Context: an optimization exercise on an open-source flow, tuned for small area, a short achievable clock period and few clock cycles per item. The choices shown serve that exercise and are no tape-out recipe.
In this exercise RTL edits were held to simulation tests only and were not proved equivalent to the original.
Power and IR drop assume default switching activity.

**flow/design.v**
```verilog
module vfix_lane (
    input  wire        neg,       
    input  wire        rne,       
    input  wire        k15,       
    input  wire        klo,       
    input  wire [16:0] X,
    input  wire [17:0] Y,
    input  wire [16:0] A,
    output wire [17:0] v
);
    wire [18:0] Ye = {Y, 1'b0};
    reg  [8:0] one, two, nb;
    integer i;
    always @* begin
        for (i = 0; i < 9; i = i + 1) begin
            one[i] = Ye[2*i+1] ^ Ye[2*i];
            two[i] = (Ye[2*i+2] & ~Ye[2*i+1] & ~Ye[2*i]) | (~Ye[2*i+2] & Ye[2*i+1] & Ye[2*i]);
            nb[i]  = Ye[2*i+2] ^ neg;
        end
        two[8] = 1'b0;
    end
    wire [17:0] Xs = {X[16], X};
    wire [17:0] X2 = {X, 1'b0};
    wire [17:0] pp0 = ((({18{one[0]}} & Xs) | ({18{two[0]}} & X2)) ^ {18{nb[0]}}) ^ 18'h20000;
    wire [17:0] pp1 = ((({18{one[1]}} & Xs) | ({18{two[1]}} & X2)) ^ {18{nb[1]}}) ^ 18'h20000;
    wire [17:0] pp2 = ((({18{one[2]}} & Xs) | ({18{two[2]}} & X2)) ^ {18{nb[2]}}) ^ 18'h20000;
    wire [17:0] pp3 = ((({18{one[3]}} & Xs) | ({18{two[3]}} & X2)) ^ {18{nb[3]}}) ^ 18'h20000;
    wire [17:0] pp4 = ((({18{one[4]}} & Xs) | ({18{two[4]}} & X2)) ^ {18{nb[4]}}) ^ 18'h20000;
    wire [17:0] pp5 = ((({18{one[5]}} & Xs) | ({18{two[5]}} & X2)) ^ {18{nb[5]}}) ^ 18'h20000;
    wire [17:0] pp6 = ((({18{one[6]}} & Xs) | ({18{two[6]}} & X2)) ^ {18{nb[6]}}) ^ 18'h20000;
    wire [17:0] pp7 = ((({18{one[7]}} & Xs) | ({18{two[7]}} & X2)) ^ {18{nb[7]}}) ^ 18'h20000;
    wire [17:0] pp8 = ((({18{one[8]}} & Xs) | ({18{two[8]}} & X2)) ^ {18{nb[8]}}) ^ 18'h20000;
    wire cr0 = ~klo;
    wire cr15 = ~(k15 ^ klo);
    wire cr16 = ~(k15 | klo);
    wire cr17 = (k15 | klo);
    wire ks0, kc0, ks1, kc1, ks2, kc2, ks3, kc3, ks4, kc4, ks5, kc5;
    wire ks6, kc6, ks7, kc7, ks8, kc8, ks9, kc9, ks10, kc10, ks11, kc11;
    wire ks12, kc12, ks13, kc13, ks14, kc14, ks15, kc15, ks16, kc16, ks17, kc17;
    wire ks18, kc18, ks19, kc19, ks20, kc20, hs0, hc0, fs0, fc0, fs1, fc1;
    wire fs2, fc2, fs3, fc3, hs1, hc1, fs4, fc4, hs2, hc2, hs3, hc3;
    wire fs5, fc5, hs4, hc4, fs6, fc6, hs5, hc5, fs7, fc7, fs8, fc8;
    wire hs6, hc6, fs9, fc9, fs10, fc10, fs11, fc11, fs12, fc12, fs13, fc13;
    wire fs14, fc14, fs15, fc15, fs16, fc16, fs17, fc17, fs18, fc18, fs19, fc19;
    wire fs20, fc20, fs21, fc21, fs22, fc22, fs23, fc23, fs24, fc24, fs25, fc25;
    wire hs7, hc7, fs26, fc26, fs27, fc27, fs28, fc28, fs29, fc29, hs8, hc8;
    wire fs30, fc30, fs31, fc31, hs9, hc9, fs32, fc32, hs10, hc10, hs11, hc11;
    wire fs33, fc33, hs12, hc12, fs34, fc34, hs13, hc13, fs35, fc35, fs36, fc36;
    wire fs37, fc37, fs38, fc38, fs39, fc39, fs40, fc40, fs41, fc41, fs42, fc42;
    wire fs43, fc43, fs44, fc44, fs45, fc45, fs46, fc46, fs47, fc47, fs48, fc48;
    wire fs49, fc49, fs50, fc50, fs51, fc51, fs52, fc52, fs53, fc53, fs54, fc54;
    wire fs55, fc55, fs56, fc56, fs57, fc57, fs58, fc58, fs59, fc59, fs60, fc60;
    wire fs61, fc61, fs62, fc62, fs63, fc63, fs64, fc64, fs65, fc65, fs66, fc66;
    wire fs67, fc67, hs14, hc14, fs68, fc68, fs69, fc69, hs15, hc15, fs70, fc70;
    wire hs16, hc16, hs17, hc17, fs71, fc71, fs72, fc72, fs73, fc73, fs74, fc74;
    wire fs75, fc75, fs76, fc76, fs77, fc77, fs78, fc78, fs79, fc79, fs80, fc80;
    wire fs81, fc81, fs82, fc82, fs83, fc83, fs84, fc84, fs85, fc85, fs86, fc86;
    wire fs87, fc87, fs88, fc88, fs89, fc89, fs90, fc90, fs91, fc91, fs92, fc92;
    wire fs93, fc93, fs94, fc94, hs18, hc18, fs95, fc95, hs19, hc19, hs20, hc20;
    wire hs21, hc21, hs22, hc22, fs96, fc96, fs97, fc97, fs98, fc98, fs99, fc99;
    wire fs100, fc100, fs101, fc101, fs102, fc102, fs103, fc103, fs104, fc104, fs105, fc105;
    wire fs106, fc106, fs107, fc107, fs108, fc108, fs109, fc109, fs110, fc110, fs111, fc111;
    wire fs112, fc112, fs113, fc113, fs114, fc114, fs115, fc115, fs116, fc116, fs117, fc117;
    wire fs118, fc118, fs119, fc119, fs120, fc120, fs121, fc121, fs122, fc122, fs123, fc123;
    wire hs23, hc23, fs124, fc124, g0_0, p0_0, g1_1, p1_1, g2_2, p2_2, g3_3, p3_3;
    wire g4_4, p4_4, g5_5, p5_5, g6_6, p6_6, g7_7, p7_7, g8_8, p8_8, g9_9, p9_9;
    wire g10_10, p10_10, g11_11, p11_11, g12_12, p12_12, g13_13, p13_13, g14_14, p14_14, g15_15, p15_15;
    wire g16_16, p16_16, g17_17, p17_17, g18_18, p18_18, g19_19, p19_19, g20_20, p20_20, g21_21, p21_21;
    wire g22_22, p22_22, g23_23, p23_23, g24_24, p24_24, g25_25, p25_25, g26_26, p26_26, g27_27, p27_27;
    wire g28_28, p28_28, g29_29, p29_29, g30_30, p30_30, g31_31, p31_31, g32_32, p32_32, g33_33, p33_33;
    wire G34, G35, P35, G36, P36, G37, P37, G38, P38, G39, P39, G40;
    wire P40, G41, P41, G42, G43, P43, G44, P44, G45, P45, G46, G47;
    wire P47, G48, G49, G50, P50, G51, P51, G52, P52, G53, P53, G54;
    wire P54, G55, P55, G56, P56, G57, P57, G58, P58, G59, P59, G60;
    wire P60, G61, P61, G62, P62, G63, P63, G64, P64, G65, P65, G66;
    wire P66, G67, P67, G68, P68, G69, P69, G70, P70, G71, P71, G72;
    wire P72, G73, P73, G74, P74, G75, P75, G76, P76, G77, P77, G78;
    wire P78, G79, P79, G80, P80, G81, P81, G82, P82, G83, P83, G84;
    wire P84, C85, C86, C87, C88, C89, C90, C91, C92, C93, C94, C95;
    wire C96, C97, C98, C99, C100, C101, vs0, vs1, vs2, vs3, vs4, vs5;
    wire vs6, vs7, vs8, vs9, vs10, vs11, vs12, vs13, vs14, vs15, vs16, vs17;
    assign ks0 = ~(nb[1] ^ pp0[2]);
    assign kc0 = nb[1] | pp0[2];
    assign ks1 = ~(pp0[3] ^ pp1[1]);
    assign kc1 = pp0[3] | pp1[1];
    assign ks2 = ~(nb[2] ^ pp0[4]);
    assign kc2 = nb[2] | pp0[4];
    assign ks3 = ~(pp0[5] ^ pp1[3]);
    assign kc3 = pp0[5] | pp1[3];
    assign ks4 = ~(nb[3] ^ pp0[6]);
    assign kc4 = nb[3] | pp0[6];
    assign ks5 = ~(pp0[7] ^ pp1[5]);
    assign kc5 = pp0[7] | pp1[5];
    assign ks6 = ~(nb[4] ^ pp0[8]);
    assign kc6 = nb[4] | pp0[8];
    assign ks7 = ~(pp0[9] ^ pp1[7]);
    assign kc7 = pp0[9] | pp1[7];
    assign ks8 = ~(nb[5] ^ pp0[10]);
    assign kc8 = nb[5] | pp0[10];
    assign ks9 = ~(pp0[11] ^ pp1[9]);
    assign kc9 = pp0[11] | pp1[9];
    assign ks10 = ~(nb[6] ^ pp0[12]);
    assign kc10 = nb[6] | pp0[12];
    assign ks11 = ~(pp0[13] ^ pp1[11]);
    assign kc11 = pp0[13] | pp1[11];
    assign ks12 = ~(nb[7] ^ pp0[14]);
    assign kc12 = nb[7] | pp0[14];
    assign ks13 = ~(A[2] ^ pp1[16]);
    assign kc13 = A[2] | pp1[16];
    assign ks14 = ~(A[4] ^ pp2[16]);
    assign kc14 = A[4] | pp2[16];
    assign ks15 = ~(A[6] ^ pp3[16]);
    assign kc15 = A[6] | pp3[16];
    assign ks16 = ~(A[8] ^ pp4[16]);
    assign kc16 = A[8] | pp4[16];
    assign ks17 = ~(A[10] ^ pp5[16]);
    assign kc17 = A[10] | pp5[16];
    assign ks18 = ~(A[12] ^ pp6[16]);
    assign kc18 = A[12] | pp6[16];
    assign ks19 = ~(A[14] ^ pp7[16]);
    assign kc19 = A[14] | pp7[16];
    assign ks20 = ~(A[16] ^ pp8[16]);
    assign kc20 = A[16] | pp8[16];
    assign hs0 = cr15 ^ pp0[15];
    assign hc0 = cr15 & pp0[15];
    vfix_fa u_fa0 (.a(A[0]), .b(nb[8]), .ci(cr16), .s(fs0), .co(fc0));
    vfix_fa u_fa1 (.a(pp0[16]), .b(pp1[14]), .ci(pp2[12]), .s(fs1), .co(fc1));
    vfix_fa u_fa2 (.a(A[1]), .b(cr17), .ci(pp0[17]), .s(fs2), .co(fc2));
    vfix_fa u_fa3 (.a(pp1[15]), .b(pp2[13]), .ci(pp3[11]), .s(fs3), .co(fc3));
    assign hs1 = pp2[14] ^ pp3[12];
    assign hc1 = pp2[14] & pp3[12];
    vfix_fa u_fa4 (.a(A[3]), .b(pp1[17]), .ci(pp2[15]), .s(fs4), .co(fc4));
    assign hs2 = pp1[8] ^ pp2[6];
    assign hc2 = pp1[8] & pp2[6];
    assign hs3 = pp2[7] ^ pp3[5];
    assign hc3 = pp2[7] & pp3[5];
    vfix_fa u_fa5 (.a(pp1[10]), .b(pp2[8]), .ci(pp3[6]), .s(fs5), .co(fc5));
    assign hs4 = pp4[4] ^ pp5[2];
    assign hc4 = pp4[4] & pp5[2];
    vfix_fa u_fa6 (.a(pp2[9]), .b(pp3[7]), .ci(pp4[5]), .s(fs6), .co(fc6));
    assign hs5 = pp5[3] ^ pp6[1];
    assign hc5 = pp5[3] & pp6[1];
    vfix_fa u_fa7 (.a(pp1[12]), .b(pp2[10]), .ci(pp3[8]), .s(fs7), .co(fc7));
    vfix_fa u_fa8 (.a(pp4[6]), .b(pp5[4]), .ci(pp6[2]), .s(fs8), .co(fc8));
    assign hs6 = pp7[0] ^ kc11;
    assign hc6 = pp7[0] & kc11;
    vfix_fa u_fa9 (.a(pp1[13]), .b(pp2[11]), .ci(pp3[9]), .s(fs9), .co(fc9));
    vfix_fa u_fa10 (.a(pp4[7]), .b(pp5[5]), .ci(pp6[3]), .s(fs10), .co(fc10));
    vfix_fa u_fa11 (.a(pp7[1]), .b(kc12), .ci(hs0), .s(fs11), .co(fc11));
    vfix_fa u_fa12 (.a(fs0), .b(pp3[10]), .ci(pp4[8]), .s(fs12), .co(fc12));
    vfix_fa u_fa13 (.a(pp5[6]), .b(pp6[4]), .ci(pp7[2]), .s(fs13), .co(fc13));
    vfix_fa u_fa14 (.a(pp8[0]), .b(hc0), .ci(fs1), .s(fs14), .co(fc14));
    vfix_fa u_fa15 (.a(fc0), .b(pp4[9]), .ci(pp5[7]), .s(fs15), .co(fc15));
    vfix_fa u_fa16 (.a(pp6[5]), .b(pp7[3]), .ci(pp8[1]), .s(fs16), .co(fc16));
    vfix_fa u_fa17 (.a(fc1), .b(fs2), .ci(fs3), .s(fs17), .co(fc17));
    vfix_fa u_fa18 (.a(pp4[10]), .b(pp5[8]), .ci(pp6[6]), .s(fs18), .co(fc18));
    vfix_fa u_fa19 (.a(pp7[4]), .b(pp8[2]), .ci(hs1), .s(fs19), .co(fc19));
    vfix_fa u_fa20 (.a(ks13), .b(fc2), .ci(fc3), .s(fs20), .co(fc20));
    vfix_fa u_fa21 (.a(pp3[13]), .b(pp4[11]), .ci(pp5[9]), .s(fs21), .co(fc21));
    vfix_fa u_fa22 (.a(pp6[7]), .b(pp7[5]), .ci(pp8[3]), .s(fs22), .co(fc22));
    vfix_fa u_fa23 (.a(hc1), .b(kc13), .ci(fs4), .s(fs23), .co(fc23));
    vfix_fa u_fa24 (.a(pp3[14]), .b(pp4[12]), .ci(pp5[10]), .s(fs24), .co(fc24));
    vfix_fa u_fa25 (.a(pp6[8]), .b(pp7[6]), .ci(pp8[4]), .s(fs25), .co(fc25));
    assign hs7 = ks14 ^ fc4;
    assign hc7 = ks14 & fc4;
    vfix_fa u_fa26 (.a(A[5]), .b(pp2[17]), .ci(pp3[15]), .s(fs26), .co(fc26));
    vfix_fa u_fa27 (.a(pp4[13]), .b(pp5[11]), .ci(pp6[9]), .s(fs27), .co(fc27));
    vfix_fa u_fa28 (.a(pp7[7]), .b(pp8[5]), .ci(kc14), .s(fs28), .co(fc28));
    vfix_fa u_fa29 (.a(pp4[14]), .b(pp5[12]), .ci(pp6[10]), .s(fs29), .co(fc29));
    assign hs8 = pp7[8] ^ pp8[6];
    assign hc8 = pp7[8] & pp8[6];
    vfix_fa u_fa30 (.a(A[7]), .b(pp3[17]), .ci(pp4[15]), .s(fs30), .co(fc30));
    vfix_fa u_fa31 (.a(pp5[13]), .b(pp6[11]), .ci(pp7[9]), .s(fs31), .co(fc31));
    assign hs9 = pp5[14] ^ pp6[12];
    assign hc9 = pp5[14] & pp6[12];
    vfix_fa u_fa32 (.a(A[9]), .b(pp4[17]), .ci(pp5[15]), .s(fs32), .co(fc32));
    assign hs10 = pp1[4] ^ pp2[2];
    assign hc10 = pp1[4] & pp2[2];
    assign hs11 = pp2[3] ^ pp3[1];
    assign hc11 = pp2[3] & pp3[1];
    vfix_fa u_fa33 (.a(pp1[6]), .b(pp2[4]), .ci(pp3[2]), .s(fs33), .co(fc33));
    assign hs12 = pp4[0] ^ kc5;
    assign hc12 = pp4[0] & kc5;
    vfix_fa u_fa34 (.a(pp2[5]), .b(pp3[3]), .ci(pp4[1]), .s(fs34), .co(fc34));
    assign hs13 = kc6 ^ ks7;
    assign hc13 = kc6 & ks7;
    vfix_fa u_fa35 (.a(pp3[4]), .b(pp4[2]), .ci(pp5[0]), .s(fs35), .co(fc35));
    vfix_fa u_fa36 (.a(kc7), .b(hs2), .ci(ks8), .s(fs36), .co(fc36));
    vfix_fa u_fa37 (.a(pp4[3]), .b(pp5[1]), .ci(hc2), .s(fs37), .co(fc37));
    vfix_fa u_fa38 (.a(kc8), .b(hs3), .ci(ks9), .s(fs38), .co(fc38));
    vfix_fa u_fa39 (.a(pp6[0]), .b(hc3), .ci(kc9), .s(fs39), .co(fc39));
    vfix_fa u_fa40 (.a(hs4), .b(ks10), .ci(fs5), .s(fs40), .co(fc40));
    vfix_fa u_fa41 (.a(hc4), .b(kc10), .ci(hs5), .s(fs41), .co(fc41));
    vfix_fa u_fa42 (.a(ks11), .b(fc5), .ci(fs6), .s(fs42), .co(fc42));
    vfix_fa u_fa43 (.a(hc5), .b(ks12), .ci(fc6), .s(fs43), .co(fc43));
    vfix_fa u_fa44 (.a(hs6), .b(fs7), .ci(fs8), .s(fs44), .co(fc44));
    vfix_fa u_fa45 (.a(hc6), .b(fc7), .ci(fc8), .s(fs45), .co(fc45));
    vfix_fa u_fa46 (.a(fs10), .b(fs9), .ci(fs11), .s(fs46), .co(fc46));
    vfix_fa u_fa47 (.a(fc10), .b(fc9), .ci(fs12), .s(fs47), .co(fc47));
    vfix_fa u_fa48 (.a(fs13), .b(fc11), .ci(fs14), .s(fs48), .co(fc48));
    vfix_fa u_fa49 (.a(fc12), .b(fc13), .ci(fs15), .s(fs49), .co(fc49));
    vfix_fa u_fa50 (.a(fs16), .b(fc14), .ci(fs17), .s(fs50), .co(fc50));
    vfix_fa u_fa51 (.a(fc15), .b(fc16), .ci(fs18), .s(fs51), .co(fc51));
    vfix_fa u_fa52 (.a(fs19), .b(fs20), .ci(fc17), .s(fs52), .co(fc52));
    vfix_fa u_fa53 (.a(fc18), .b(fs21), .ci(fs22), .s(fs53), .co(fc53));
    vfix_fa u_fa54 (.a(fc19), .b(fc20), .ci(fs23), .s(fs54), .co(fc54));
    vfix_fa u_fa55 (.a(fc21), .b(fc22), .ci(fs24), .s(fs55), .co(fc55));
    vfix_fa u_fa56 (.a(fs25), .b(hs7), .ci(fc23), .s(fs56), .co(fc56));
    vfix_fa u_fa57 (.a(fc24), .b(fc25), .ci(fs26), .s(fs57), .co(fc57));
    vfix_fa u_fa58 (.a(fs27), .b(hc7), .ci(fs28), .s(fs58), .co(fc58));
    vfix_fa u_fa59 (.a(hs8), .b(ks15), .ci(fc26), .s(fs59), .co(fc59));
    vfix_fa u_fa60 (.a(fc27), .b(fs29), .ci(fc28), .s(fs60), .co(fc60));
    vfix_fa u_fa61 (.a(pp8[7]), .b(hc8), .ci(kc15), .s(fs61), .co(fc61));
    vfix_fa u_fa62 (.a(fc29), .b(fs30), .ci(fs31), .s(fs62), .co(fc62));
    vfix_fa u_fa63 (.a(pp7[10]), .b(pp8[8]), .ci(hs9), .s(fs63), .co(fc63));
    vfix_fa u_fa64 (.a(ks16), .b(fc30), .ci(fc31), .s(fs64), .co(fc64));
    vfix_fa u_fa65 (.a(pp6[13]), .b(pp7[11]), .ci(pp8[9]), .s(fs65), .co(fc65));
    vfix_fa u_fa66 (.a(hc9), .b(kc16), .ci(fs32), .s(fs66), .co(fc66));
    vfix_fa u_fa67 (.a(pp6[14]), .b(pp7[12]), .ci(pp8[10]), .s(fs67), .co(fc67));
    assign hs14 = ks17 ^ fc32;
    assign hc14 = ks17 & fc32;
    vfix_fa u_fa68 (.a(A[11]), .b(pp5[17]), .ci(pp6[15]), .s(fs68), .co(fc68));
    vfix_fa u_fa69 (.a(pp7[13]), .b(pp8[11]), .ci(kc17), .s(fs69), .co(fc69));
    assign hs15 = pp7[14] ^ pp8[12];
    assign hc15 = pp7[14] & pp8[12];
    vfix_fa u_fa70 (.a(A[13]), .b(pp6[17]), .ci(pp7[15]), .s(fs70), .co(fc70));
    assign hs16 = pp1[2] ^ pp2[0];
    assign hc16 = pp1[2] & pp2[0];
    assign hs17 = pp2[1] ^ kc2;
    assign hc17 = pp2[1] & kc2;
    vfix_fa u_fa71 (.a(pp3[0]), .b(kc3), .ci(hs10), .s(fs71), .co(fc71));
    vfix_fa u_fa72 (.a(hc10), .b(kc4), .ci(hs11), .s(fs72), .co(fc72));
    vfix_fa u_fa73 (.a(hc11), .b(ks6), .ci(hs12), .s(fs73), .co(fc73));
    vfix_fa u_fa74 (.a(hc12), .b(fc33), .ci(fs34), .s(fs74), .co(fc74));
    vfix_fa u_fa75 (.a(fc34), .b(hc13), .ci(fs35), .s(fs75), .co(fc75));
    vfix_fa u_fa76 (.a(fc35), .b(fs37), .ci(fc36), .s(fs76), .co(fc76));
    vfix_fa u_fa77 (.a(fc37), .b(fs39), .ci(fc38), .s(fs77), .co(fc77));
    vfix_fa u_fa78 (.a(fc39), .b(fs41), .ci(fc40), .s(fs78), .co(fc78));
    vfix_fa u_fa79 (.a(fc41), .b(fs43), .ci(fc42), .s(fs79), .co(fc79));
    vfix_fa u_fa80 (.a(fc43), .b(fs45), .ci(fc44), .s(fs80), .co(fc80));
    vfix_fa u_fa81 (.a(fc45), .b(fs47), .ci(fc46), .s(fs81), .co(fc81));
    vfix_fa u_fa82 (.a(fc47), .b(fs49), .ci(fc48), .s(fs82), .co(fc82));
    vfix_fa u_fa83 (.a(fc49), .b(fs51), .ci(fc50), .s(fs83), .co(fc83));
    vfix_fa u_fa84 (.a(fc51), .b(fs53), .ci(fc52), .s(fs84), .co(fc84));
    vfix_fa u_fa85 (.a(fc53), .b(fs55), .ci(fc54), .s(fs85), .co(fc85));
    vfix_fa u_fa86 (.a(fc55), .b(fs57), .ci(fs58), .s(fs86), .co(fc86));
    vfix_fa u_fa87 (.a(fs59), .b(fc57), .ci(fs60), .s(fs87), .co(fc87));
    vfix_fa u_fa88 (.a(fs61), .b(fc59), .ci(fs62), .s(fs88), .co(fc88));
    vfix_fa u_fa89 (.a(fc61), .b(fs63), .ci(fs64), .s(fs89), .co(fc89));
    vfix_fa u_fa90 (.a(fs65), .b(fc63), .ci(fc64), .s(fs90), .co(fc90));
    vfix_fa u_fa91 (.a(fc65), .b(fs67), .ci(hs14), .s(fs91), .co(fc91));
    vfix_fa u_fa92 (.a(fc67), .b(fs68), .ci(hc14), .s(fs92), .co(fc92));
    vfix_fa u_fa93 (.a(hs15), .b(ks18), .ci(fc68), .s(fs93), .co(fc93));
    vfix_fa u_fa94 (.a(pp8[13]), .b(hc15), .ci(kc18), .s(fs94), .co(fc94));
    assign hs18 = pp8[14] ^ ks19;
    assign hc18 = pp8[14] & ks19;
    vfix_fa u_fa95 (.a(A[15]), .b(pp7[17]), .ci(pp8[15]), .s(fs95), .co(fc95));
    assign hs19 = nb[0] ^ cr0;
    assign hc19 = nb[0] & cr0;
    assign hs20 = 1'b1 ^ pp0[1];
    assign hc20 = 1'b1 & pp0[1];
    assign hs21 = pp1[0] ^ ks0;
    assign hc21 = pp1[0] & ks0;
    assign hs22 = kc0 ^ ks1;
    assign hc22 = kc0 & ks1;
    vfix_fa u_fa96 (.a(kc1), .b(hs16), .ci(ks2), .s(fs96), .co(fc96));
    vfix_fa u_fa97 (.a(hc16), .b(ks3), .ci(hs17), .s(fs97), .co(fc97));
    vfix_fa u_fa98 (.a(ks4), .b(hc17), .ci(fs71), .s(fs98), .co(fc98));
    vfix_fa u_fa99 (.a(ks5), .b(fc71), .ci(fs72), .s(fs99), .co(fc99));
    vfix_fa u_fa100 (.a(fs33), .b(fc72), .ci(fs73), .s(fs100), .co(fc100));
    vfix_fa u_fa101 (.a(hs13), .b(fc73), .ci(fs74), .s(fs101), .co(fc101));
    vfix_fa u_fa102 (.a(fs36), .b(fc74), .ci(fs75), .s(fs102), .co(fc102));
    vfix_fa u_fa103 (.a(fs38), .b(fc75), .ci(fs76), .s(fs103), .co(fc103));
    vfix_fa u_fa104 (.a(fs40), .b(fc76), .ci(fs77), .s(fs104), .co(fc104));
    vfix_fa u_fa105 (.a(fs42), .b(fc77), .ci(fs78), .s(fs105), .co(fc105));
    vfix_fa u_fa106 (.a(fs44), .b(fc78), .ci(fs79), .s(fs106), .co(fc106));
    vfix_fa u_fa107 (.a(fs46), .b(fc79), .ci(fs80), .s(fs107), .co(fc107));
    vfix_fa u_fa108 (.a(fc80), .b(fs48), .ci(fs81), .s(fs108), .co(fc108));
    vfix_fa u_fa109 (.a(fs50), .b(fc81), .ci(fs82), .s(fs109), .co(fc109));
    vfix_fa u_fa110 (.a(fs52), .b(fc82), .ci(fs83), .s(fs110), .co(fc110));
    vfix_fa u_fa111 (.a(fs54), .b(fc83), .ci(fs84), .s(fs111), .co(fc111));
    vfix_fa u_fa112 (.a(fs56), .b(fc84), .ci(fs85), .s(fs112), .co(fc112));
    vfix_fa u_fa113 (.a(fc56), .b(fs86), .ci(fc85), .s(fs113), .co(fc113));
    vfix_fa u_fa114 (.a(fc58), .b(fc86), .ci(fs87), .s(fs114), .co(fc114));
    vfix_fa u_fa115 (.a(fc60), .b(fs88), .ci(fc87), .s(fs115), .co(fc115));
    vfix_fa u_fa116 (.a(fc62), .b(fc88), .ci(fs89), .s(fs116), .co(fc116));
    vfix_fa u_fa117 (.a(fs66), .b(fc89), .ci(fs90), .s(fs117), .co(fc117));
    vfix_fa u_fa118 (.a(fc66), .b(fs91), .ci(fc90), .s(fs118), .co(fc118));
    vfix_fa u_fa119 (.a(fs69), .b(fs92), .ci(fc91), .s(fs119), .co(fc119));
    vfix_fa u_fa120 (.a(fc69), .b(fs93), .ci(fc92), .s(fs120), .co(fc120));
    vfix_fa u_fa121 (.a(fs70), .b(fs94), .ci(fc93), .s(fs121), .co(fc121));
    vfix_fa u_fa122 (.a(fc70), .b(hs18), .ci(fc94), .s(fs122), .co(fc122));
    vfix_fa u_fa123 (.a(kc19), .b(hc18), .ci(fs95), .s(fs123), .co(fc123));
    assign hs23 = ks20 ^ fc95;
    assign hc23 = ks20 & fc95;
    vfix_fa u_fa124 (.a(A[16]), .b(pp8[17]), .ci(kc20), .s(fs124), .co(fc124));
    assign g0_0 = pp0[0] & hs19;
    assign p0_0 = pp0[0] ^ hs19;
    assign g1_1 = hc19 & hs20;
    assign p1_1 = hc19 ^ hs20;
    assign g2_2 = hc20 & hs21;
    assign p2_2 = hc20 ^ hs21;
    assign g3_3 = hc21 & hs22;
    assign p3_3 = hc21 ^ hs22;
    assign g4_4 = hc22 & fs96;
    assign p4_4 = hc22 ^ fs96;
    assign g5_5 = fc96 & fs97;
    assign p5_5 = fc96 ^ fs97;
    assign g6_6 = fc97 & fs98;
    assign p6_6 = fc97 ^ fs98;
    assign g7_7 = fc98 & fs99;
    assign p7_7 = fc98 ^ fs99;
    assign g8_8 = fc99 & fs100;
    assign p8_8 = fc99 ^ fs100;
    assign g9_9 = fc100 & fs101;
    assign p9_9 = fc100 ^ fs101;
    assign g10_10 = fc101 & fs102;
    assign p10_10 = fc101 ^ fs102;
    assign g11_11 = fc102 & fs103;
    assign p11_11 = fc102 ^ fs103;
    assign g12_12 = fc103 & fs104;
    assign p12_12 = fc103 ^ fs104;
    assign g13_13 = fc104 & fs105;
    assign p13_13 = fc104 ^ fs105;
    assign g14_14 = fc105 & fs106;
    assign p14_14 = fc105 ^ fs106;
    assign g15_15 = fc106 & fs107;
    assign p15_15 = fc106 ^ fs107;
    assign g16_16 = fc107 & fs108;
    assign p16_16 = fc107 ^ fs108;
    assign g17_17 = fc108 & fs109;
    assign p17_17 = fc108 ^ fs109;
    assign g18_18 = fc109 & fs110;
    assign p18_18 = fc109 ^ fs110;
    assign g19_19 = fc110 & fs111;
    assign p19_19 = fc110 ^ fs111;
    assign g20_20 = fc111 & fs112;
    assign p20_20 = fc111 ^ fs112;
    assign g21_21 = fc112 & fs113;
    assign p21_21 = fc112 ^ fs113;
    assign g22_22 = fc113 & fs114;
    assign p22_22 = fc113 ^ fs114;
    assign g23_23 = fc114 & fs115;
    assign p23_23 = fc114 ^ fs115;
    assign g24_24 = fc115 & fs116;
    assign p24_24 = fc115 ^ fs116;
    assign g25_25 = fc116 & fs117;
    assign p25_25 = fc116 ^ fs117;
    assign g26_26 = fc117 & fs118;
    assign p26_26 = fc117 ^ fs118;
    assign g27_27 = fc118 & fs119;
    assign p27_27 = fc118 ^ fs119;
    assign g28_28 = fc119 & fs120;
    assign p28_28 = fc119 ^ fs120;
    assign g29_29 = fc120 & fs121;
    assign p29_29 = fc120 ^ fs121;
    assign g30_30 = fc121 & fs122;
    assign p30_30 = fc121 ^ fs122;
    assign g31_31 = fc122 & fs123;
    assign p31_31 = fc122 ^ fs123;
    assign g32_32 = fc123 & hs23;
    assign p32_32 = fc123 ^ hs23;
    assign g33_33 = hc23 & fs124;
    assign p33_33 = hc23 ^ fs124;
    wire cin0 = rne ? (p16_16 ^ A[0]) : 1'b1;
    assign G34 = g0_0 | (p0_0 & cin0);
    assign G35 = g2_2 | (p2_2 & g1_1);
    assign P35 = p2_2 & p1_1;
    assign G36 = g4_4 | (p4_4 & g3_3);
    assign P36 = p4_4 & p3_3;
    assign G37 = g6_6 | (p6_6 & g5_5);
    assign P37 = p6_6 & p5_5;
    assign G38 = g8_8 | (p8_8 & g7_7);
    assign P38 = p8_8 & p7_7;
    assign G39 = g10_10 | (p10_10 & g9_9);
    assign P39 = p10_10 & p9_9;
    assign G40 = g12_12 | (p12_12 & g11_11);
    assign P40 = p12_12 & p11_11;
    assign G41 = g14_14 | (p14_14 & g13_13);
    assign P41 = p14_14 & p13_13;
    assign G42 = G35 | (P35 & G34);
    assign G43 = G37 | (P37 & G36);
    assign P43 = P37 & P36;
    assign G44 = G39 | (P39 & G38);
    assign P44 = P39 & P38;
    assign G45 = G41 | (P41 & G40);
    assign P45 = P41 & P40;
    assign G46 = G43 | (P43 & G42);
    assign G47 = G45 | (P45 & G44);
    assign P47 = P45 & P44;
    assign G48 = G47 | (P47 & G46);
    assign G49 = g15_15 | (p15_15 & G48);
    assign G50 = g17_17 | (p17_17 & g16_16);
    assign P50 = p17_17 & p16_16;
    assign G51 = g19_19 | (p19_19 & g18_18);
    assign P51 = p19_19 & p18_18;
    assign G52 = g21_21 | (p21_21 & g20_20);
    assign P52 = p21_21 & p20_20;
    assign G53 = g23_23 | (p23_23 & g22_22);
    assign P53 = p23_23 & p22_22;
    assign G54 = g25_25 | (p25_25 & g24_24);
    assign P54 = p25_25 & p24_24;
    assign G55 = g27_27 | (p27_27 & g26_26);
    assign P55 = p27_27 & p26_26;
    assign G56 = g29_29 | (p29_29 & g28_28);
    assign P56 = p29_29 & p28_28;
    assign G57 = g31_31 | (p31_31 & g30_30);
    assign P57 = p31_31 & p30_30;
    assign G58 = g33_33 | (p33_33 & g32_32);
    assign P58 = p33_33 & p32_32;
    assign G59 = g18_18 | (p18_18 & G50);
    assign P59 = p18_18 & P50;
    assign G60 = G51 | (P51 & G50);
    assign P60 = P51 & P50;
    assign G61 = g22_22 | (p22_22 & G52);
    assign P61 = p22_22 & P52;
    assign G62 = G53 | (P53 & G52);
    assign P62 = P53 & P52;
    assign G63 = g26_26 | (p26_26 & G54);
    assign P63 = p26_26 & P54;
    assign G64 = G55 | (P55 & G54);
    assign P64 = P55 & P54;
    assign G65 = g30_30 | (p30_30 & G56);
    assign P65 = p30_30 & P56;
    assign G66 = G57 | (P57 & G56);
    assign P66 = P57 & P56;
    assign G67 = g20_20 | (p20_20 & G60);
    assign P67 = p20_20 & P60;
    assign G68 = G52 | (P52 & G60);
    assign P68 = P52 & P60;
    assign G69 = G61 | (P61 & G60);
    assign P69 = P61 & P60;
    assign G70 = G62 | (P62 & G60);
    assign P70 = P62 & P60;
    assign G71 = g28_28 | (p28_28 & G64);
    assign P71 = p28_28 & P64;
    assign G72 = G56 | (P56 & G64);
    assign P72 = P56 & P64;
    assign G73 = G65 | (P65 & G64);
    assign P73 = P65 & P64;
    assign G74 = G66 | (P66 & G64);
    assign P74 = P66 & P64;
    assign G75 = g24_24 | (p24_24 & G70);
    assign P75 = p24_24 & P70;
    assign G76 = G54 | (P54 & G70);
    assign P76 = P54 & P70;
    assign G77 = G63 | (P63 & G70);
    assign P77 = P63 & P70;
    assign G78 = G64 | (P64 & G70);
    assign P78 = P64 & P70;
    assign G79 = G71 | (P71 & G70);
    assign P79 = P71 & P70;
    assign G80 = G72 | (P72 & G70);
    assign P80 = P72 & P70;
    assign G81 = G73 | (P73 & G70);
    assign P81 = P73 & P70;
    assign G82 = G74 | (P74 & G70);
    assign P82 = P74 & P70;
    assign G83 = g32_32 | (p32_32 & G82);
    assign P83 = p32_32 & P82;
    assign G84 = G58 | (P58 & G82);
    assign P84 = P58 & P82;
    assign C85 = g16_16 | (p16_16 & G49);
    assign C86 = G50 | (P50 & G49);
    assign C87 = G59 | (P59 & G49);
    assign C88 = G60 | (P60 & G49);
    assign C89 = G67 | (P67 & G49);
    assign C90 = G68 | (P68 & G49);
    assign C91 = G69 | (P69 & G49);
    assign C92 = G70 | (P70 & G49);
    assign C93 = G75 | (P75 & G49);
    assign C94 = G76 | (P76 & G49);
    assign C95 = G77 | (P77 & G49);
    assign C96 = G78 | (P78 & G49);
    assign C97 = G79 | (P79 & G49);
    assign C98 = G80 | (P80 & G49);
    assign C99 = G81 | (P81 & G49);
    assign C100 = G82 | (P82 & G49);
    assign C101 = G83 | (P83 & G49);
    vfix_xor2 u_vs0 (.a(p16_16), .b(G49), .y(vs0));
    vfix_xor2 u_vs1 (.a(p17_17), .b(C85), .y(vs1));
    vfix_xor2 u_vs2 (.a(p18_18), .b(C86), .y(vs2));
    vfix_xor2 u_vs3 (.a(p19_19), .b(C87), .y(vs3));
    vfix_xor2 u_vs4 (.a(p20_20), .b(C88), .y(vs4));
    vfix_xor2 u_vs5 (.a(p21_21), .b(C89), .y(vs5));
    vfix_xor2 u_vs6 (.a(p22_22), .b(C90), .y(vs6));
    vfix_xor2 u_vs7 (.a(p23_23), .b(C91), .y(vs7));
    vfix_xor2 u_vs8 (.a(p24_24), .b(C92), .y(vs8));
    vfix_xor2 u_vs9 (.a(p25_25), .b(C93), .y(vs9));
    vfix_xor2 u_vs10 (.a(p26_26), .b(C94), .y(vs10));
    vfix_xor2 u_vs11 (.a(p27_27), .b(C95), .y(vs11));
    vfix_xor2 u_vs12 (.a(p28_28), .b(C96), .y(vs12));
    vfix_xor2 u_vs13 (.a(p29_29), .b(C97), .y(vs13));
    vfix_xor2 u_vs14 (.a(p30_30), .b(C98), .y(vs14));
    vfix_xor2 u_vs15 (.a(p31_31), .b(C99), .y(vs15));
    vfix_xor2 u_vs16 (.a(p32_32), .b(C100), .y(vs16));
    vfix_xor2 u_vs17 (.a(p33_33), .b(C101), .y(vs17));
    assign v = {vs17, vs16, vs15, vs14, vs13, vs12, vs11, vs10, vs9, vs8, vs7, vs6, vs5, vs4, vs3, vs2, vs1, vs0};
endmodule
module vfix_fa (
    input  wire a,
    input  wire b,
    input  wire ci,
    output wire s,
    output wire co
);
    assign s  = a ^ b ^ ci;
    assign co = (a & b) | (a & ci) | (b & ci);
endmodule
module vfix_xor2 (
    input  wire a,
    input  wire b,
    output wire y
);
    assign y = a ^ b;
endmodule
module vfix_xnor2 (
    input  wire a,
    input  wire b,
    output wire y
);
    assign y = ~(a ^ b);
endmodule
module vfix_unit #(
    parameter LANES = 4
) (
    input  wire                  clk,
    input  wire                  rst,
    input  wire                  in_valid,
    output wire                  in_ready,
    input  wire [2:0]            in_func,
    input  wire                  in_type,
    input  wire [1:0]            in_rnd,
    input  wire                  in_zero,
    input  wire [LANES-1:0]      in_pred,
    input  wire [16*LANES-1:0]   in_a,
    input  wire [16*LANES-1:0]   in_b,
    input  wire [16*LANES-1:0]   in_c,
    input  wire [16*LANES-1:0]   in_d,
    output reg                   out_valid,
    output reg  [16*LANES-1:0]   out_d,
    output reg                   out_sat
);
    assign in_ready = 1'b1;
    wire f_fma  = (in_func == 3'd1);
    wire f_fms  = (in_func == 3'd2);
    wire f_lerp = (in_func == 3'd3);
    wire f_add  = (in_func == 3'd4);
    wire f_sub  = (in_func == 3'd5);
    wire f_rsh  = (in_func == 3'd6);
    wire f_conv = (in_func == 3'd7);
    wire f_pow2 = in_func[2];            
    wire typ    = in_type;
    wire a_sgn  = f_conv ? typ : ~typ;   
    wire neg    = f_fms | f_sub;         
    wire k15 = f_fms ? (in_rnd != 2'd0) : (in_rnd != 2'd1);
    wire klo = f_fms & ~in_rnd[1];
    wire [17*LANES-1:0] bma_all;
    genvar gl;
    generate
        for (gl = 0; gl < LANES; gl = gl + 1) begin : g_sub
            wire [15:0] sa = in_a[16*gl +: 16];
            wire [15:0] sb = in_b[16*gl +: 16];
            wire [15:0] sg = sb & ~sa;
            wire [15:0] sx, bm;
            wire sg0_1, sg0_3, sp0_3, sg0_5, sp0_5, sg0_7, sp0_7, sg0_9, sp0_9, sg0_11;
            wire sp0_11, sg0_13, sp0_13, sg0_15, sp0_15, sg1_2, sp1_2, sg1_3, sp1_3, sg1_6;
            wire sp1_6, sg1_7, sp1_7, sg1_10, sp1_10, sg1_11, sp1_11, sg1_14, sp1_14, sg1_15;
            wire sp1_15, sg2_4, sp2_4, sg2_5, sp2_5, sg2_6, sp2_6, sg2_7, sp2_7, sg2_12;
            wire sp2_12, sg2_13, sp2_13, sg2_14, sp2_14, sg2_15, sp2_15, sg3_8, sp3_8, sg3_9;
            wire sp3_9, sg3_10, sp3_10, sg3_11, sp3_11, sg3_12, sp3_12, sg3_13, sp3_13, sg3_14;
            wire sp3_14, sg3_15, sp3_15, sg4_16, sp4_16;
            assign sg0_1 = sg[0] | (~sx[0] & 1'b1);
            assign sg0_3 = sg[2] | (~sx[2] & sg[1]);
            assign sp0_3 = ~sx[2] & ~sx[1];
            assign sg0_5 = sg[4] | (~sx[4] & sg[3]);
            assign sp0_5 = ~sx[4] & ~sx[3];
            assign sg0_7 = sg[6] | (~sx[6] & sg[5]);
            assign sp0_7 = ~sx[6] & ~sx[5];
            assign sg0_9 = sg[8] | (~sx[8] & sg[7]);
            assign sp0_9 = ~sx[8] & ~sx[7];
            assign sg0_11 = sg[10] | (~sx[10] & sg[9]);
            assign sp0_11 = ~sx[10] & ~sx[9];
            assign sg0_13 = sg[12] | (~sx[12] & sg[11]);
            assign sp0_13 = ~sx[12] & ~sx[11];
            assign sg0_15 = sg[14] | (~sx[14] & sg[13]);
            assign sp0_15 = ~sx[14] & ~sx[13];
            assign sg1_2 = sg[1] | (~sx[1] & sg0_1);
            assign sp1_2 = ~sx[1] & 1'b0;
            assign sg1_3 = sg0_3 | (sp0_3 & sg0_1);
            assign sp1_3 = sp0_3 & 1'b0;
            assign sg1_6 = sg[5] | (~sx[5] & sg0_5);
            assign sp1_6 = ~sx[5] & sp0_5;
            assign sg1_7 = sg0_7 | (sp0_7 & sg0_5);
            assign sp1_7 = sp0_7 & sp0_5;
            assign sg1_10 = sg[9] | (~sx[9] & sg0_9);
            assign sp1_10 = ~sx[9] & sp0_9;
            assign sg1_11 = sg0_11 | (sp0_11 & sg0_9);
            assign sp1_11 = sp0_11 & sp0_9;
            assign sg1_14 = sg[13] | (~sx[13] & sg0_13);
            assign sp1_14 = ~sx[13] & sp0_13;
            assign sg1_15 = sg0_15 | (sp0_15 & sg0_13);
            assign sp1_15 = sp0_15 & sp0_13;
            assign sg2_4 = sg[3] | (~sx[3] & sg1_3);
            assign sp2_4 = ~sx[3] & sp1_3;
            assign sg2_5 = sg0_5 | (sp0_5 & sg1_3);
            assign sp2_5 = sp0_5 & sp1_3;
            assign sg2_6 = sg1_6 | (sp1_6 & sg1_3);
            assign sp2_6 = sp1_6 & sp1_3;
            assign sg2_7 = sg1_7 | (sp1_7 & sg1_3);
            assign sp2_7 = sp1_7 & sp1_3;
            assign sg2_12 = sg[11] | (~sx[11] & sg1_11);
            assign sp2_12 = ~sx[11] & sp1_11;
            assign sg2_13 = sg0_13 | (sp0_13 & sg1_11);
            assign sp2_13 = sp0_13 & sp1_11;
            assign sg2_14 = sg1_14 | (sp1_14 & sg1_11);
            assign sp2_14 = sp1_14 & sp1_11;
            assign sg2_15 = sg1_15 | (sp1_15 & sg1_11);
            assign sp2_15 = sp1_15 & sp1_11;
            assign sg3_8 = sg[7] | (~sx[7] & sg2_7);
            assign sp3_8 = ~sx[7] & sp2_7;
            assign sg3_9 = sg0_9 | (sp0_9 & sg2_7);
            assign sp3_9 = sp0_9 & sp2_7;
            assign sg3_10 = sg1_10 | (sp1_10 & sg2_7);
            assign sp3_10 = sp1_10 & sp2_7;
            assign sg3_11 = sg1_11 | (sp1_11 & sg2_7);
            assign sp3_11 = sp1_11 & sp2_7;
            assign sg3_12 = sg2_12 | (sp2_12 & sg2_7);
            assign sp3_12 = sp2_12 & sp2_7;
            assign sg3_13 = sg2_13 | (sp2_13 & sg2_7);
            assign sp3_13 = sp2_13 & sp2_7;
            assign sg3_14 = sg2_14 | (sp2_14 & sg2_7);
            assign sp3_14 = sp2_14 & sp2_7;
            assign sg3_15 = sg2_15 | (sp2_15 & sg2_7);
            assign sp3_15 = sp2_15 & sp2_7;
            assign sg4_16 = sg[15] | (~sx[15] & sg3_15);
            assign sp4_16 = ~sx[15] & sp3_15;
            assign sx[0] = sa[0] ^ sb[0];
            vfix_xnor2 u_s0 (.a(sx[0]), .b(1'b1), .y(bm[0]));
            assign sx[1] = sa[1] ^ sb[1];
            vfix_xnor2 u_s1 (.a(sx[1]), .b(sg0_1), .y(bm[1]));
            assign sx[2] = sa[2] ^ sb[2];
            vfix_xnor2 u_s2 (.a(sx[2]), .b(sg1_2), .y(bm[2]));
            assign sx[3] = sa[3] ^ sb[3];
            vfix_xnor2 u_s3 (.a(sx[3]), .b(sg1_3), .y(bm[3]));
            assign sx[4] = sa[4] ^ sb[4];
            vfix_xnor2 u_s4 (.a(sx[4]), .b(sg2_4), .y(bm[4]));
            assign sx[5] = sa[5] ^ sb[5];
            vfix_xnor2 u_s5 (.a(sx[5]), .b(sg2_5), .y(bm[5]));
            assign sx[6] = sa[6] ^ sb[6];
            vfix_xnor2 u_s6 (.a(sx[6]), .b(sg2_6), .y(bm[6]));
            assign sx[7] = sa[7] ^ sb[7];
            vfix_xnor2 u_s7 (.a(sx[7]), .b(sg2_7), .y(bm[7]));
            assign sx[8] = sa[8] ^ sb[8];
            vfix_xnor2 u_s8 (.a(sx[8]), .b(sg3_8), .y(bm[8]));
            assign sx[9] = sa[9] ^ sb[9];
            vfix_xnor2 u_s9 (.a(sx[9]), .b(sg3_9), .y(bm[9]));
            assign sx[10] = sa[10] ^ sb[10];
            vfix_xnor2 u_s10 (.a(sx[10]), .b(sg3_10), .y(bm[10]));
            assign sx[11] = sa[11] ^ sb[11];
            vfix_xnor2 u_s11 (.a(sx[11]), .b(sg3_11), .y(bm[11]));
            assign sx[12] = sa[12] ^ sb[12];
            vfix_xnor2 u_s12 (.a(sx[12]), .b(sg3_12), .y(bm[12]));
            assign sx[13] = sa[13] ^ sb[13];
            vfix_xnor2 u_s13 (.a(sx[13]), .b(sg3_13), .y(bm[13]));
            assign sx[14] = sa[14] ^ sb[14];
            vfix_xnor2 u_s14 (.a(sx[14]), .b(sg3_14), .y(bm[14]));
            assign sx[15] = sa[15] ^ sb[15];
            vfix_xnor2 u_s15 (.a(sx[15]), .b(sg3_15), .y(bm[15]));
            assign bma_all[17*gl +: 17] = {~sg4_16, bm};
        end
    endgenerate
    reg [17*LANES-1:0] p_x, p_a;
    reg [18*LANES-1:0] p_y;
    reg [15:0] a, b, c, d, a16;
    reg [16:0] bma;
    reg [17:0] yp, y;
    reg [18:0] ye;
    reg        pr, sx_lerp, sx_b, sx_a, sa_d, sa_c, sa_a, sy_c, sy_b, sy_b2, sy_p;
    integer l, j;
    always @* begin
        for (l = 0; l < LANES; l = l + 1) begin
            a  = in_a[16*l +: 16];
            b  = in_b[16*l +: 16];
            c  = in_c[16*l +: 16];
            d  = in_d[16*l +: 16];
            pr = in_pred[l];
            bma = bma_all[17*l +: 17];
            sx_lerp = pr & f_lerp;
            sx_b    = pr & (f_sub | f_add);
            sx_a    = pr & ~f_lerp & ~f_sub & ~f_add;
            p_x[17*l +: 17] = ({17{sx_lerp}} & bma)
                            | ({17{sx_b}}    & {~typ & b[15], b})
                            | ({17{sx_a}}    & {a_sgn & a[15], a});
            sa_d = ~pr & ~in_zero;
            sa_c = pr & (f_fma | f_fms);
            sa_a = pr & (f_lerp | f_add | f_sub | (f_conv & typ));
            a16  = ({16{sa_d}} & d) | ({16{sa_c}} & c) | ({16{sa_a}} & a);
            p_a[17*l +: 17] = {a16[15] & (~typ | (pr & f_conv)), a16};
            sy_c  = pr & f_lerp;
            sy_b  = pr & ~f_pow2 & ~f_lerp & typ;
            sy_b2 = pr & ~f_pow2 & ~f_lerp & ~typ;
            sy_p  = pr & f_pow2;
            for (j = 0; j < 18; j = j + 1)
                yp[j] = f_rsh ? (b[3:0] == 16 - j)
                              : ((f_conv & ~typ) ? (j == 15) : (j == 16));
            y = ({18{sy_c}} & {2'b00, c}) | ({18{sy_b}} & {2'b00, b})
              | ({18{sy_b2}} & {b[15], b, 1'b0}) | ({18{sy_p}} & yp);
            p_y[18*l +: 18] = y;
        end
    end
    reg                 s1_valid;
    reg                 s1_typ, s1_rne, s1_k15, s1_klo;
    reg [LANES-1:0]     s1_neg;
    reg [17*LANES-1:0]  s1_x, s1_a;
    reg [18*LANES-1:0]  s1_y;
    always @(posedge clk) begin
        if (rst)
            s1_valid <= 1'b0;
        else
            s1_valid <= in_valid;
        s1_neg <= {LANES{neg}} & in_pred;    
        s1_typ <= typ;
        s1_rne <= in_rnd[1];
        s1_k15 <= k15;
        s1_klo <= klo;
        s1_x   <= p_x;
        s1_y   <= p_y;
        s1_a   <= p_a;
    end
    wire [18*LANES-1:0] lane_v;
    genvar i;
    generate
        for (i = 0; i < LANES; i = i + 1) begin : g_lane
            vfix_lane u_lane (
                .neg (s1_neg[i]),
                .rne (s1_rne),
                .k15 (s1_k15),
                .klo (s1_klo),
                .X   (s1_x[17*i +: 17]),
                .Y   (s1_y[18*i +: 18]),
                .A   (s1_a[17*i +: 17]),
                .v   (lane_v[18*i +: 18])
            );
        end
    endgenerate
    reg                 s2_valid;
    reg                 s2_typ;
    reg [18*LANES-1:0]  s2_v;
    always @(posedge clk) begin
        if (rst)
            s2_valid <= 1'b0;
        else
            s2_valid <= s1_valid;
        s2_typ <= s1_typ;
        s2_v   <= lane_v;
    end
    reg [16*LANES-1:0] res;
    reg                sat;
    reg [17:0]         v;
    reg                ovf;
    integer q;
    always @* begin
        sat = 1'b0;
        for (q = 0; q < LANES; q = q + 1) begin
            v   = s2_v[18*q +: 18];
            ovf = s2_typ ? (v[17] | v[16]) : ~((v[17] == v[16]) & (v[16] == v[15]));
            sat = sat | ovf;
            if (!ovf)
                res[16*q +: 16] = v[15:0];
            else if (s2_typ)
                res[16*q +: 16] = {16{~v[17]}};
            else
                res[16*q +: 16] = {v[17], {15{~v[17]}}};
        end
    end
    always @(posedge clk) begin
        if (rst)
            out_valid <= 1'b0;
        else
            out_valid <= s2_valid;
        out_d   <= res;
        out_sat <= sat;
    end
endmodule
```
**flow/flow/run.sh**
```bash
#!/bin/bash
# Synthesis: the standard synthesis script (synth_recipe.tcl), except that
# ABC maps the lane modules with a delay target (flow/abc_lane.script), so
# that it recovers area there instead of mapping for the least delay; the
# top module gets its own (flow/abc_top.script). Then the standard layout
# steps, with buf_2 cells as the port buffers; the layout's timing repair
# aims at a setup slack of MARGIN ns (the clock period and constraints are
# unchanged) on the worst endpoints, and may resize cells across
# footprints.
set -euo pipefail
MARGIN=18.85
W=$PWD
cat > $W/own_synth.tcl <<EOC
proc abc {args} {
  set i [lsearch \$args -script]
  set lane_args \$args
  lset lane_args [expr {\$i + 1}] $W/flow/abc_lane.script
  yosys abc {*}\$lane_args vfix_lane vfix_fa vfix_xor2 vfix_xnor2
  set top_args \$args
  lset top_args [expr {\$i + 1}] $W/flow/abc_top.script
  yosys abc {*}\$top_args vfix_unit
}
source $W/synth_recipe.tcl
EOC
bash standard.sh SYNTH_SCRIPT=$W/own_synth.tcl synth > synth.log 2>&1
bash standard.sh SYNTH_SCRIPT=$W/own_synth.tcl "BUFFER_PORTS_ARGS=-buffer_cell sky130_fd_sc_hd__buf_2" \
    SETUP_SLACK_MARGIN=$MARGIN TNS_END_PERCENT=5 MATCH_CELL_FOOTPRINT=0 finish > layout.log 2>&1
```
**flow/standard.sh**
```bash
#!/bin/bash
# synth_recipe.tcl (not shown) runs the flow's synth.tcl, then flattens the netlist and writes it again
# the make line also repeats each setting of config.mk as NAME=value (left out here)
make -C /OpenROAD-flow-scripts/flow DESIGN_CONFIG=/design/flow/config.mk WORK_HOME=/design/flow/orfs CLKGATE_MAP_FILE= SYNTH_SCRIPT=/design/flow/synth_recipe.tcl "${@:-finish}"
```
**flow/flow/abc_lane.script**
```
strash
dch
map -B 0.9 -D 2500
topo
stime -c
buffer -c
upsize -c -D 2500
dnsize -c -D 2500
```
**flow/config.mk**
```make
export PLATFORM = sky130hd
export DESIGN_NAME = vfix_unit
export DESIGN_NICKNAME = vfix_unit
export VERILOG_FILES = /design/flow/design.v
export SDC_FILE = /design/flow/constraint.sdc
export NUM_CORES = 8
export LEC_CHECK = 0
export ABC_AREA = 1
export CAP_MARGIN = 0
export CORE_MARGIN = 2
export CORE_UTILIZATION = 65
export CTS_CLUSTER_DIAMETER = 80
export CTS_CLUSTER_SIZE = 25
export SLEW_MARGIN = 0
export SYNTH_HIERARCHICAL = 1
```
**flow/constraint.sdc**
```tcl
create_clock -name core_clock -period 25.0 [get_ports {clk}]
set_input_delay 5.0000 -clock core_clock [delete_from_list [all_inputs] [get_ports {clk}]]
set_output_delay 5.0000 -clock core_clock [all_outputs]
set_load 0.01 [all_outputs]
```
**flow/flow/abc_top.script**
```
strash
dch
map -B 0.9 -D 1500
topo
stime -c
buffer -c
upsize -c -D 1500
dnsize -c -D 1500
```
==> results.json, run 1 <==
{
  "status": "no timing/DRC/antenna violations",
  "synth_cell_type_count": 41,
  "endpoint_kind": "register",
  "cts_hold_buf": 0,
  "post-route-period-util_pct": 25.5,
  "fin_tns_setup_ns": 0,
  "ant_nets": 0,
  "synth_cells": 5557,
  "drv_cap": 0,
  "die_area_um2": 71900,
  "synth_area_leaders": "fa_1 (22%), dfxtp_1 (16%), xor2_1 (14%)",
  "crit_type": "input pin to register",
  "drv_slew": 0,
  "n_fill_cell": 5687,
  "grt_pass1_wl_um": 221000,
  "synthFlopType": "dfxtp_1",
  "worstSkewPairLatency_ns": 0.63,
  "syn-cell-area_um2": 45300,
  "synth_edf_count": 0,
  "gp_congestion": 1.00,
  "setup_violations": 0,
  "area_delta_synth_final_pct": 8.24,
  "worst_slew_pin_slew_ns": 1.18,
  "min_period_ns": 6.38,
  "avgSynthCellArea_um2": 8.16,
  "synth_top_area_cell": "fa_1",
  "synth-seq-cells": 357,
  "htreeDepth": 1,
  "drtPass1Iterations": 8,
  "rsz0062_at_grt": "true",
  "synthMostInstantiatedCell": "nand2_1",
  "fmax_ghz": 0.157,
  "io_buffers": 335,
  "critPathRequiredTime_ns": 25.55,
  "cellLeakagePower_nw": 25.0,
  "drc": 0,
  "async_reset_ff_share_pct": 0,
  "grt_antenna_before_repair": 12,
  "finalHoldViolations": 0,
  "ios": 337,
  "root_buffer": "clkbuf_16",
  "r2r_start": "s1_neg[1]$_DFF_P_",
  "final_cells": 6651,
  "finalNetCount": 6842,
  "place_inst": 6580,
  "hold_ws_ns": 0.338,
  "die_h_um": 268,
  "start_util_pct": 65.9,
  "clkTransAtPathRegs_ns": 0.10,
  "fin_skew_ns": 0.0218,
  "track_usage_pct": 39.9,
  "cts_tree": "built",
  "reg2regPathDepth": 22,
  "max_slew_margin_pct": 21.0,
  "reg2reg_to": "s2_v[34]$_DFF_P_",
  "cp_max_fo": 13,
  "post-synth-top-area-fraction_pct": 22.1,
  "grt_max_degree": 33,
  "coreArea_um2": 68800,
  "seq_area_frac_synth_pct": 15.8,
  "critPathLaunchType": "input pin",
  "wl_per_cell_um": 21.8,
  "vias": 40100,
  "powerDensity_nw_per_um2": 154,
  "ff2ff_setup_slack_ns": 18.83,
  "first_global_vias": 38900,
  "crit_path_end": "s1_x[9]$_DFF_P_",
  "fp.dieW_um": 268,
  "hold_class": "register to register",
  "drive_gt1_share_pct": 11.0,
  "synth_warnings": 8,
  "cp.arrival_ns": 6.92,
  "first_iter_violations": 4516,
  "grt-ovfl-total": 0,
  "row_count": 96,
  "cts_buffers": 26,
  "drt-vias-per-instance": 6.03,
  "cts.sinks": 357,
  "drt_wl_total_um": 145000,
  "cts_buffer_depth": 3,
  "startpoint": "in_func[2]",
  "post-dp-hpwl_um": 115000,
  "synthTopCellsByCount": "nand2_1 (996), inv_1 (758), xor2_1 (720), o22ai_1 (552), fa_1 (500)",
  "ir_drop_v": 0.000211
}
[Yosys stat by module (local to each module, per instance)]
| module | area, µm² | cells | times used |
|---|---|---|---|
| vfix_xnor2 | 8.76 | 1 | 64 |
| vfix_xor2 | 8.76 | 1 | 72 |
| vfix_fa | 20.0 | 1 | 500 |
| vfix_unit | 14800 | 1917 | 1 |
| vfix_lane | 4840 | 751 | 4 |
[stage by stage]
step                worst slack, ns  power (mW)  util [%]  cell area, µm²
floorplan                     18.73        6.83         -           45700
global placement              17.57        6.77      69.2           47700
detailed placement            17.52        6.98      69.2           47700
CTS                           18.61        7.51      71.0           48800
global route                  18.58        8.44      71.3           49100
finish                        18.62        7.57      71.3           49100
[cell usage in the layout (no fill, tap or decap), types with 10 or more instances in the layout]
cell type     n
a21o_1       24
a21oi_1     186
buf_2       335
buf_4        60
clkbuf_16    27
clkinvlp_4   12
dfxtp_1     353
diode_2      10
fa_1        500
ha_1        364
ha_4         18
inv_1       729
inv_2        43
nand2_1     961
nand2_2      26
nand3_1     111
nand3_2      10
nand4_1      12
nor2_1      205
nor3_1       19
o2111ai_1    25
o211ai_1     71
o21ai_0      63
o21bai_1     15
o221ai_1     32
o22ai_1     552
xnor2_1      85
xnor2_2      20
xor2_1      720
[where the power goes]
group	total (mW)	switching (mW)	internal (mW)
clock	0.491	0.254	0.237
sequential	0.895	0.0717	0.824
combinational	6.19	3.74	2.45
total	7.57	4.06	3.51
[worst min path at each step]
stage	startpoint	endpoint	slack, ns	cells past startpoint
floorplan	s1_typ$_DFF_P_	s2_typ$_DFF_P_	0.31	0
global placement	s1_typ$_DFF_P_	s2_typ$_DFF_P_	0.31	0
detailed placement	s1_typ$_DFF_P_	s2_typ$_DFF_P_	0.32	0
CTS	s1_typ$_DFF_P_	s2_typ$_DFF_P_	0.34	0
global route	s1_typ$_DFF_P_	s2_typ$_DFF_P_	0.35	0
finish	s1_typ$_DFF_P_	s2_typ$_DFF_P_	0.34	0
[cells by family (layout without fill, tap and decap cells)]
group	Yosys count	count (layout)	synth area share [%]
other	1	15	0.00827
buffers and inverters	1095	1244	9.70
AO/OA/AOI/OAI	1018	1018	14.0
flip-flops	357	357	15.8
XOR/XNOR	825	825	15.9
AND/OR/NAND/NOR	1379	1379	12.0
adder cells (fa/ha/maj)	882	882	32.6
[state kept, by name, indices dropped and copies added (netlist names)]
register,count
s1_y,72
out_d,64
out_sat,1
s1_rne,1
s1_valid,1
s2_valid,1
s1_klo,1
s1_a,68
s1_typ,1
s1_x,68
out_valid,1
s2_v,72
s2_typ,1
s1_k15,1
s1_neg,4
[timing repair]
action / CTS / global route
gates resized for setup: 32 / 50
buffers inserted: 9 / 0
hold endpoints to repair: 0 / 0
endpoints found under the setup margin: 270 / 239
pin swaps: 1 / 0
cloned: 4 / 0
[cell type report]
| cell class | instances | area [µm²] | area share, % |
|---|---|---|---|
| diodes | 10 | 25.0 | 0.0510 |
| repair buffers | 397 | 2170 | 4.42 |
| flip-flops and latches | 357 | 7160 | 14.6 |
| clock buffers | 30 | 697 | 1.42 |
| well taps | 931 | 1160 | 2.37 |
| repair inverters | 4 | 30.0 | 0.0612 |
| multi-input cells | 4109 | 34500 | 70.3 |
| inverters | 795 | 3060 | 6.23 |
| clock inverters | 18 | 264 | 0.538 |
[critical path, cell delays in order]
cell and delay [ns]:
buf_2 0.31, nand2_1 0.31, nor2_1 0.55, inv_1 0.44
o211ai_1 0.30
[per-layer routing]
metal | track usage, % | wire length, µm | up-vias
met5 | 0 | 54 | -
met4 | 16.8 | 7150 | 8
met3 | 9.08 | 16400 | 420
met2 | 63.9 | 65000 | 2351
met1 | 52.1 | 56500 | 19000
li1 | - | - | 18300
Testbench counts, summed over its fixed seeds: cycles 16,024, items 16,000.
==> run 2, diff against run 1 <==
--- a/flow/flow/run.sh
+++ b/flow/flow/run.sh
@@ -8,7 +8,7 @@
 # unchanged) on the worst endpoints, and may resize cells across
 # footprints.
 set -euo pipefail
-MARGIN=18.85
+MARGIN=19
 W=$PWD
 cat > $W/own_synth.tcl <<EOC
 proc abc {args} {
--- a/flow/config.mk
+++ b/flow/config.mk
@@ -9,7 +9,7 @@
 export CAP_MARGIN = 0
 export CORE_MARGIN = 2
 export CORE_UTILIZATION = 65
-export CTS_CLUSTER_DIAMETER = 80
-export CTS_CLUSTER_SIZE = 25
+export CTS_CLUSTER_DIAMETER = 60
+export CTS_CLUSTER_SIZE = 30
 export SLEW_MARGIN = 0
 export SYNTH_HIERARCHICAL = 1
==> results.json, run 2 <==
{
  "hold_depth": 0,
  "power_mw": 7.69,
  "fin_tns_setup_ns": 0,
  "start_util_pct": 65.9,
  "grt_max_degree": 33,
  "synth-seq-cells": 357,
  "die_area_um2": 71900,
  "grt_pass1_wl_um": 220000,
  "place_inst": 6586,
  "root_buffer": "clkbuf_16",
  "drv_slew": 0,
  "crit_slowest_cell": "dfxtp_1",
  "critPathLaunchType": "register",
  "io_buffers": 335,
  "critPathRequiredTime_ns": 20.00,
  "net-switching-power_mw": 4.10,
  "fmax_ghz": 0.164,
  "syn-cell-area_um2": 45300,
  "cpPeakStageDelay_ns": 0.37,
  "post-dp-hpwl_um": 113000,
  "track_usage_pct": 39.7,
  "synthMostInstantiatedCell": "nand2_1",
  "first_iter_violations": 4377,
  "clkTransAtPathRegs_ns": 0.08,
  "finalHoldViolations": 0,
  "cp_max_fo": 1,
  "seq_area_frac_synth_pct": 15.8,
  "critPathBufInv": 1,
  "die_h_um": 268,
  "finalNetCount": 6898,
  "drc": 0,
  "synth_top_area_cell": "fa_1",
  "min_period_ns": 6.11,
  "swShare_pct": 53.3,
  "avgSynthCellArea_um2": 8.16,
  "drive_gt1_share_pct": 13.2,
  "row_count": 96,
  "final_common_cell": "nand2_1",
  "synth_area_leaders": "fa_1 (22%), dfxtp_1 (16%), xor2_1 (14%)",
  "async_reset_ff_share_pct": 0,
  "cts_tree": "built",
  "grt_antenna_before_repair": 11,
  "post-route-period-util_pct": 24.4,
  "setup_violations": 0,
  "power_frac_comb_pct": 80.8,
  "cpLargestDelayFamily": "flip-flops",
  "power.share.sequential_pct": 11.6,
  "drt_wl_total_um": 146000,
  "cellLeakagePower_nw": 25.4,
  "endpoint_kind": "output pin",
  "post-synth-top-area-fraction_pct": 22.1,
  "ir_drop_v": 0.000249,
  "cp.depth": 1,
  "cts.sinks": 357,
  "path_cells": "buf_2",
  "wl_per_cell_um": 21.8,
  "synth_cell_type_count": 41,
  "drtPass1Iterations": 7,
  "status": "no timing/DRC/antenna violations",
  "synth_warnings": 8,
  "cts_buffer_depth": 3,
  "synth_edf_count": 0,
  "cp.arrival_ns": 1.11,
  "synthFlopType": "dfxtp_1",
  "htreeDepth": 2,
  "synth_cells": 5557,
  "layout_common_cells": "nand2_1 (938), xor2_1 (720), inv_1 (719)",
  "synthTopCellsByCount": "nand2_1 (996), inv_1 (758), xor2_1 (720), o22ai_1 (552), fa_1 (500)",
  "grt-ovfl-total": 0,
  "ant_nets": 0,
  "intPower_mw": 3.59,
  "first_global_vias": 39200,
  "fp.dieW_um": 268,
  "fin_skew_ns": 0.0250,
  "ff2ff_setup_slack_ns": 19.05,
  "powerDensity_nw_per_um2": 153,
  "crit_type": "register to output pin",
  "coreArea_um2": 68800,
  "n_fill_cell": 5549,
  "worst_slew_pin_slew_ns": 1.20,
  "worstSkewPairLatency_ns": 0.59,
  "final_cells": 6707,
  "clkPwrFrac_pct": 7.5,
  "vias": 40900,
  "rsz0062_at_grt": "true",
  "ios": 337,
  "drv_cap": 0,
  "hold_class": "register to register",
  "area_delta_synth_final_pct": 10.8,
  "max_slew_margin_pct": 19.7,
  "cts_buffers": 35,
  "cts_hold_buf": 0,
  "drt-vias-per-instance": 6.09,
  "largestRegisters": "s1_y (72), s2_v (72)",
  "reg2regPathDepth": 22,
  "gp_congestion": 0.996
}
[run 2: cell counts after synthesis]
No cell type changed its count.
[run 2: power groups by stage]
stage / Combinational (mW) / Sequential (mW) / Clock, mW
global placement: 5.88 / 0.899 / 0
finish: 6.21 / 0.893 / 0.579
detailed placement: 6.07 / 0.900 / 0
global route: 7.04 / 0.905 / 0.602
floorplan: 5.92 / 0.910 / 0
CTS: 6.13 / 0.887 / 0.585
[run 2: layout make-up]
type / count / area [µm²] / share of cell area (%)
multi-input combinational: 4110 / 34900 / 69.5
sequential: 357 / 7170 / 14.3
inverter: 795 / 3100 / 6.17
timing repair buffer: 440 / 2590 / 5.15
tap: 931 / 1160 / 2.32
clock buffer: 37 / 926 / 1.84
clock inverter: 24 / 307 / 0.610
timing repair inverter: 7 / 52.6 / 0.105
antenna: 6 / 15.0 / 0.0299
[run 2: metrics by stage]
stage	util (%)	setup WS (ns)	instance area, µm²	hold slack (ns)
finish	73.0	18.89	50200	0.331
global route	73.0	18.84	50200	0.331
CTS	71.7	18.85	49300	0.322
global placement	69.3	17.38	47700	0.310
floorplan	-	18.73	45700	0.310
detailed placement	69.3	17.31	47700	0.320
[run 2: worst paths after layout]
path / from / end
max reg2reg: s1_k15$_DFF_P_ / s2_v[53]$_DFF_P_
min reg2reg: s1_typ$_DFF_P_ / s2_typ$_DFF_P_
max: out_d[44]$_DFF_P_ / out_d[44]
min: s1_typ$_DFF_P_ / s2_typ$_DFF_P_
[run 2: Yosys stat by module, one instance, submodules excluded]
module	area, µm²	flops+latches
vfix_unit	14800	357
vfix_lane	4840	0
vfix_fa	20.0	0
vfix_xnor2	8.76	0
vfix_xor2	8.76	0
[run 2: what timing repair did]
item | 4_1_cts | 5_1_grt
gates cloned | 4 | 4
resized for setup | 67 | 164
hold endpoints to repair | 0 | 0
pin swaps | 9 | 25
endpoints found under the setup margin | 341 | 328
setup buffers | 16 | 30
[run 2: logic make-up (layout without fill, tap and decap cells)]
family	Yosys count	in the layout	synth area share (%)
buffers and inverters	1095	1303	9.70
flip-flops	357	357	15.8
AO/OA/AOI/OAI	1018	1018	14.0
AND/OR/NAND/NOR	1379	1380	12.0
adder cells (fa/ha/maj)	882	882	32.6
XOR/XNOR	825	825	15.9
other	1	11	0.00827
[run 2: routing by layer]
layer,wire length (µm),up-vias,global-route usage (%),share of wire (%)
met3,15700,499,8.17,11
met4,8260,14,19.3,5.6
li1,-,18500,-,-
met5,151,-,0,0.10
met1,56700,19400,51.5,39
met2,65600,2495,63.3,45

static timing again, ports no longer ideal:
Ports are ideal in the flow. The routed layouts listed here were re-timed in OpenROAD. Step 1 sets driving cells, clkbuf_16 on the clock port and buf_2 on the other inputs (assumed; they add their load-dependent delay and slew). Step 2 times the ports against the registers' clock, not the clock port: input delays grow and output delays shrink by t, the midpoint of the rising clock arrivals with the driver on. Three values: ideal, step 1, step 2; two values: the first two.
| run | t, ns | slack for setup (ns) | pins driven straight from the clock port |
|---|---|---|---|
| run 1 | 0.682 | 18.621 / 18.621 / 17.939 | 1 |
| run 2 | 0.649 | 18.891 / 18.819 / 18.288 | 1 |
After both steps setup and hold are still met in every run listed. The setup slack of run 1, which loses most, moves by 0.000 ns with the drivers and by -0.682 ns with both steps.
